Source: an optimization exercise on an open RTL-to-GDS flow (aim: small area, a short achievable clock period and few clock cycles per item). Production flows keep margins and buffers that such runs may drop.
The RTL of this run was laid out without a check of its function.
Power figures rest on the tool's default switching activity, not on a simulated workload.

<file path="design/flow/design.v">
module dec_seq (
    input  wire         clk,
    input  wire         rst,
    input  wire         req_valid,
    output wire         req_ready,
    input  wire [2:0]   req_op,
    input  wire [127:0] req_a,
    input  wire [63:0]  req_b,
    output wire         resp_valid,
    output wire         resp_exc,
    output wire         resp_dov,
    output wire [127:0] resp_data
);
    wire op_sub = req_op[0];
    wire op_chk = req_op[1];
    wire op_w   = req_op[2];
    wire [3:0] a_s = req_a[3:0];
    wire [3:0] b_s = req_b[3:0];
    wire a_sign_bad = !(a_s[3] & a_s[2] & (a_s[0] | ~a_s[1]));
    wire b_sign_bad = !(b_s[3] & b_s[2] & (b_s[0] | ~b_s[1]));
    reg [31:0] a_bad;
    reg        b_dig_bad;
    integer    i;
    always @* begin
        a_bad[0] = a_sign_bad;
        for (i = 1; i < 32; i = i + 1)
            a_bad[i] = (i < 16 || op_w) && req_a[4*i+3] && (req_a[4*i+2] || req_a[4*i+1]);
        b_dig_bad = 1'b0;
        for (i = 1; i < 16; i = i + 1)
            b_dig_bad = b_dig_bad | (req_b[4*i+3] && (req_b[4*i+2] || req_b[4*i+1]));
    end
    wire a_dig_bad = |a_bad[31:1];
    wire a_is_bad  = a_sign_bad | a_dig_bad;
    wire b_is_bad  = b_sign_bad | b_dig_bad;
    reg [4:0] pe_idx [0:5][0:31];
    reg       pe_any [0:5][0:31];
    integer   l, j;
    always @* begin
        for (j = 0; j < 32; j = j + 1) begin
            pe_any[0][j] = a_bad[j];
            pe_idx[0][j] = 5'd0;
        end
        for (l = 1; l < 6; l = l + 1)
            for (j = 0; j < (32 >> l); j = j + 1) begin
                pe_any[l][j] = pe_any[l-1][2*j] | pe_any[l-1][2*j+1];
                pe_idx[l][j] = pe_any[l-1][2*j] ? pe_idx[l-1][2*j]
                                                : (pe_idx[l-1][2*j+1] | (5'd1 << (l-1)));
            end
        for (l = 1; l < 6; l = l + 1)
            for (j = (32 >> l); j < 32; j = j + 1) begin
                pe_any[l][j] = 1'b0;
                pe_idx[l][j] = 5'd0;
            end
    end
    wire [4:0] a_nib = pe_idx[5][0];
    wire [7:0] chk_res = a_is_bad ? {1'b1, a_sign_bad, a_dig_bad, a_nib} : 8'd0;
    wire sa = (a_s == 4'hD);
    wire sb = (b_s == 4'hD) ^ op_sub;
    wire es = sa ^ sb;                        
    reg  [4:0] t  [0:30];                     
    reg  [30:0] g, p;
    reg  [3:0] s0 [0:30];                     
    reg  [3:0] s1 [0:30];                     
    reg  [30:0] zok;                          
    reg  [3:0] yd;
    integer    k;
    always @* begin
        for (k = 0; k < 31; k = k + 1) begin
            if (k < 15) yd = es ? (4'd9 - req_b[4*k+7 -: 4]) : req_b[4*k+7 -: 4];
            else        yd = es ? 4'd9 : 4'd0;
            t[k]  = {1'b0, req_a[4*k+7 -: 4]} + {1'b0, yd};
            g[k]  = (t[k] >= 5'd10);
            p[k]  = (t[k] == 5'd9);
            s0[k] = (t[k] >= 5'd10) ? (t[k][3:0] + 4'd6) : t[k][3:0];
            s1[k] = (t[k] >= 5'd9)  ? (t[k][3:0] + 4'd7) : (t[k][3:0] + 4'd1);
        end
        zok[0] = (t[0] == 5'd0) || (t[0] == 5'd10);
        for (k = 1; k < 31; k = k + 1)
            zok[k] = (t[k-1] == 5'd0) ? ((t[k] == 5'd0) || (t[k] == 5'd10)) : (t[k] == 5'd9);
    end
    reg [30:0] pg [0:5];
    reg [30:0] pp [0:5];
    integer    m;
    always @* begin
        pg[0] = g;
        pp[0] = p;
        for (l = 0; l < 5; l = l + 1) begin
            pg[l+1] = pg[l];
            pp[l+1] = pp[l];
            for (k = 0; k < 31; k = k + 1)
                if ((k >> l) & 1) begin
                    m = ((k >> l) << l) - 1;
                    pg[l+1][k] = pg[l][k] | (pp[l][k] & pg[l][m]);
                    pp[l+1][k] = pp[l][k] & pp[l][m];
                end
        end
    end
    wire [30:0] GG = pg[5];
    wire [30:0] PP = pp[5];
    wire cout  = op_w ? GG[30] : GG[14];      
    wire pall  = op_w ? PP[30] : PP[14];      
    wire zadd  = op_w ? &zok   : &zok[14:0];  
    wire eac   = es & cout;                   
    wire flip  = es & !cout;                  
    reg [127:0] mag;
    reg [3:0]   xd, yy;
    reg         cg, cgp;
    always @* begin
        mag[3:0] = 4'd0;
        for (k = 0; k < 31; k = k + 1) begin
            cg  = (k == 0) ? 1'b0 : GG[k-1];
            cgp = (k == 0) ? 1'b1 : (GG[k-1] | PP[k-1]);
            xd  = cg ? s1[k] : s0[k];
            if (es) xd = 4'd9 - xd;
            yy  = cgp ? s1[k] : s0[k];
            mag[4*k+7 -: 4] = (k < 15 || op_w) ? (eac ? yy : xd) : 4'd0;
        end
    end
    wire zero   = es ? pall : zadd;
    wire s_fin  = !zero & (sa ^ flip);
    wire dov    = !es & cout;
    wire [127:0] data_n = op_chk ? {120'd0, chk_res}
                                 : {mag[127:4], 3'b110, s_fin};
    wire         exc_n  = !op_chk & (a_is_bad | b_is_bad);
    wire         dov_n  = !op_chk & dov;
    reg         v_q, exc_q, dov_q;
    reg [127:0] data_q;
    always @(posedge clk) begin
        v_q    <= !rst & req_valid;
        exc_q  <= exc_n;
        dov_q  <= dov_n;
        data_q <= data_n;
    end
    assign req_ready  = 1'b1;
    assign resp_valid = v_q;
    assign resp_exc   = exc_q;
    assign resp_dov   = dov_q;
    assign resp_data  = data_q;
endmodule
</file>
<file path="design/flow/run.sh">
#!/bin/bash
# synth_recipe.tcl (not shown) runs the flow's synth.tcl, then flattens the netlist and writes it again
# the make line also repeats each setting of config.mk as NAME=value (left out here)
make -C /OpenROAD-flow-scripts/flow DESIGN_CONFIG=/design/flow/config.mk WORK_HOME=/design/flow/orfs CLKGATE_MAP_FILE= SYNTH_SCRIPT=/design/flow/synth_recipe.tcl finish
</file>
<file path="design/flow/config.mk">
export PLATFORM = sky130hd
export DESIGN_NAME = dec_seq
export DESIGN_NICKNAME = dec_seq
export VERILOG_FILES = /design/flow/design.v
export SDC_FILE = /design/flow/constraint.sdc
export NUM_CORES = 4
export LEC_CHECK = 0
export CAP_MARGIN = 20
export CORE_MARGIN = 2
export CORE_UTILIZATION = 40
export SLEW_MARGIN = 20
</file>
<file path="design/flow/constraint.sdc">
create_clock -name core_clock -period 15.0 [get_ports {clk}]
set_input_delay 3.0000 -clock core_clock [delete_from_list [all_inputs] [get_ports {clk}]]
set_output_delay 3.0000 -clock core_clock [all_outputs]
set_load 0.01 [all_outputs]
</file>
==> run notes <==
- Status: finished clean
- Net count of the finished layout: ~3.8k
- Post-DRT Antenna Nets: 0
- Top post-synthesis cells by count: sky130_fd_sc_hd__ha_1 (261), sky130_fd_sc_hd__nand2_1 (259), sky130_fd_sc_hd__a21oi_1 (210), sky130_fd_sc_hd__inv_1 (195), sky130_fd_sc_hd__nor2_1 (192)
- Worst hold path cell count: 2
- Clock power share: a little under an eighth
- Mapped Cells: 3002
- Setup Viol. Count Final: 0
- Mean instance size in the synthesized netlist: between 7 and 8 um2
- Time the final worst path needs with I/O delays and setup: ~11 ns
- Largest net degree at the start of global routing: 97
- Routed wire per std cell: 22.29 um
- Compound-Gate Fraction of Synth Area: about 27%
- Cell internal pwr: between 1.5 and 2 mW
- Number of buffers created by CTS: 17
- DRC violations left: 0
- Worst slew slack as a fraction of its limit: around 22%
- Critical path's largest stage delay: 0.54 ns
- Routed via count: approximately 25k
- Placeable core region: 56170 um2
- Post-synthesis cell type with the largest combined area: sky130_fd_sc_hd__ha_1
- Die Ht: 241.9 um
- Hold buffer count at cts: 0
- Nets in the synthesized netlist: 3507
- Top cells by area, synth: sky130_fd_sc_hd__ha_1 (14%), sky130_fd_sc_hd__dfxtp_1 (12%), sky130_fd_sc_hd__mux2i_1 (5.6%), sky130_fd_sc_hd__xnor2_1 (5.3%), sky130_fd_sc_hd__a21oi_1 (4.6%)
- Post-synthesis cell type count: between 100 and 150
- Startpoint of the worst setup timing path: req_b[0]
- Number of violations of the max-capacitance limit: 0
- Comb pwr share: ~74%
- Crit start category: primary input
- Total congestion overflow: 0
- PostCTS Resize Cnt: 0
- Slowest-stage cell, CP: sky130_fd_sc_hd__or4b_4
- Fraction of power consumed by sequential logic: 14.0%
- Clock tree from TritonCTS: done
- Maximum buffer depth of the clock tree: 2
- Sw Ratio: ~50%
- Number of I/O pins: 330
- Top_reg_cell synth: sky130_fd_sc_hd__dfxtp_1
- HPWL reported at the end of detailed placement: between 60000 and 70000 um
- First-pass DRT Iterations: 7
- Layout cells sized above 1: around 6.1%
- Initial antenna violation count: 1
- Proportion of synthesized area in mux cells: 8.217%
- Vias per inst: between 6 and 7
- Power dissipated by switching net loads: approximately 1.8 mW
- Die W: about 240 um
- Top cell type's share of synthesized area: approximately 14%
- Static leakage: approximately 11 nW
- Hold Path Sink: data_q[2]
- Setup TNS: 0 ns
- Startpoint of the worst hold path: req_op[1]
- Footprint of the multi-input gates: roughly 19000 um2
- Clock transition time at the flip-flop clock pins of the worst setup and hold paths: approximately 0.070 ns
- Maximum clock frequency: 0.09409 GHz
- Count of standard-cell rows: 87
- Cell area power density: approximately 130 nW/um2
- Unrepaired setup endpoints after global routing: no
- Clock root buffer: sky130_fd_sc_hd__clkbuf_16
- Clock tree sinks: roughly 130
- Register area share after synthesis: a little under an eighth
- Layout filler cell count: 5561
- Number of synthesized register bits: 131
- Simple-gate portion of the synthesized area: around 21%
- Detailed Route Iter0 Violations: between 2k and 2.5k
- Starting density of the core: just over 40%
- Final worst path period share: between 70% and 80%
- Post-synthesis instance area: roughly 23000 um2
- Fin. max-slew vios: 0
- Synth warnings: 8
- Worst Setup End Kind: flip-flop
- Required time worst endpoint: ~15 ns
- Most instantiated library cell after synthesis: sky130_fd_sc_hd__ha_1
- Vias in the first global route: ~23k
- Signed area change from the synthesized netlist to the final layout: 19.78%
- Max rail drop VDD: about 0.11 mV
- EDFF count, synth: 0
- Storage element area: ~2600 um2
- Number of buffers inserted by post-CTS setup repair: 0
- Share of the core filled with cells in the final layout: 48.28%
- Area of the die: around 59000 um2
- ANT cells: 0
- Post-synthesis xor/xnor area fraction: 7.106%
- Largest family of logic cells by synthesized area: compound AO/OA/AOI/OAI gates
- CP Data Arrival Time: ~11 ns
- Adder-cell area share of the yosys netlist: a little under a fifth
- Total global routing track utilization: between 20 and 30%
- Min-Delay Path Class: primary input to flip-flop
- Critical Setup Path Class: primary input to flip-flop
- Final Hold Vio Count: 0
- Worst path most repeated cell: sky130_fd_sc_hd__buf_4
- Peak fanout along the critical path: 96
- Total wirelength of the detailed-routed design: roughly 90000 um
- H-tree levels: 4
- Share of flip-flops with an asynchronous set or reset: 0%
- Global-route wire length before repair: between 100000 and 150000 um
- Count of buffers from port buffering: roughly 330
- Routability congestion estimate: between 0.9 and 1
- Worst Max-Slew Pin Slew: 1.149 ns
flip-flops by register name, summed over array words and instances (netlist names):
| register | cells |
|---|---|
| v_q | 1 |
| exc_q | 1 |
| data_q | 128 |
| dov_q | 1 |
cells by family after synthesis:
| group | Yosys count |
|---|---|
| adders and majority gates | 308 |
| muxes | 179 |
| buffers and inverters | 330 |
| xor gates and xnor gates | 182 |
| DFF | 131 |
| AOI/OAI and AO/OA | 913 |
| other | 1 |
| and+or+nand+nor | 958 |
metal layers:
layer,track usage (%),wire length (um),up-vias,share of wire [%]
met5,0,0,-,0
met1,39.08,39190,11741,44
met4,12.31,3530,0,3.9
met3,4.232,5893,174,6.6
li1,-,-,11649,-
met2,48.55,41010,971,46
how the worst max path moves through the flow:
| stage | depth (start not counted) | end |
|---|---|---|
| after global routing | 29 | data_q[119] |
| after global placement | 23 | data_q[44] |
| after CTS | 25 | data_q[63] |
| final | 25 | data_q[63] |
| after detailed placement | 27 | data_q[119] |
| after floorplan | 25 | data_q[107] |
per-stage QoR:
stage | total power, mW | instance area (um2) | setup WS [ns] | cells | hold WS [ns]
after floorplan | 2.329 | 22640 | 5.136 | 3002 | 3.072
after global placement | 3.109 | 26560 | 4.271 | 3990 | 3.528
after detailed placement | 3.144 | 26560 | 4.041 | 3990 | 3.527
after CTS | 3.610 | 27120 | 4.555 | 4021 | 2.993
after global routing | 3.920 | 27120 | 3.961 | 4021 | 3.039
final | 3.638 | 27120 | 4.372 | 4021 | 3.023
cells in the final DEF (no fill, tap or decap), types with 127 or more instances in the layout:
cell type | synthesis | final
sky130_fd_sc_hd__clkdlybuf4s50_1 | 0 | 327
sky130_fd_sc_hd__ha_1 | 261 | 261
sky130_fd_sc_hd__nand2_1 | 259 | 259
sky130_fd_sc_hd__a21oi_1 | 210 | 210
sky130_fd_sc_hd__inv_1 | 195 | 195
sky130_fd_sc_hd__nor2_1 | 192 | 190
sky130_fd_sc_hd__o21ai_0 | 187 | 187
sky130_fd_sc_hd__xnor2_1 | 138 | 137
sky130_fd_sc_hd__dfxtp_1 | 131 | 131
sky130_fd_sc_hd__mux2i_1 | 127 | 127
worst max-delay path, delay by kind of cell:
family	cells	cell delay [ns]
and+or+nand+nor	4	1.39
adders and majority gates	2	0.67
buffers and inverters	7	2.12
AOI/OAI and AO/OA	8	2.46
xor gates and xnor gates	3	0.87
muxes	1	0.39
cell type report:
class | count | area share, %
Multi-Input combinational cell | 2541 | 69.00
Timing Repair Buffer | 356 | 12.91
Sequential cell | 131 | 9.670
Tap cell | 756 | 3.488
Inverter | 206 | 2.860
Clock buffer | 20 | 1.684
Clock inverter | 11 | 0.3875
power groups by stage:
stage / Sequential, mW / Clock [mW] / Combinational [mW]
final: 0.510 / 0.438 / 2.69
after detailed placement: 0.513 / 0 / 2.63
after floorplan: 0.538 / 0 / 1.79
after global placement: 0.518 / 0 / 2.59
after global routing: 0.516 / 0.455 / 2.95
after CTS: 0.509 / 0.447 / 2.65

## separate check: timing with driven ports
How much do the figures lean on ideal ports? The routed layout below was timed once more, with nothing changed but the port constraints.
Step 1, drivers: a clkbuf_16 drives clk and a buf_2 each remaining input, both assumed.
Step 2 also shifts input and output timing later by t, the mid clock arrival at the registers, as if the neighbouring blocks saw the same clock.
a / b / c = no drivers / after step 1 / after step 2; a / b = the first two.
shift t [ns]: 0.565
setup WS [ns]: 4.372 / 4.402 / 3.837
latest minus earliest clock arrival (ns): 0.021 / 0.021
After both steps setup and hold are still met in this run. For this run, drivers alone change the setup slack by +0.030 ns; drivers and shift together by -0.535 ns.
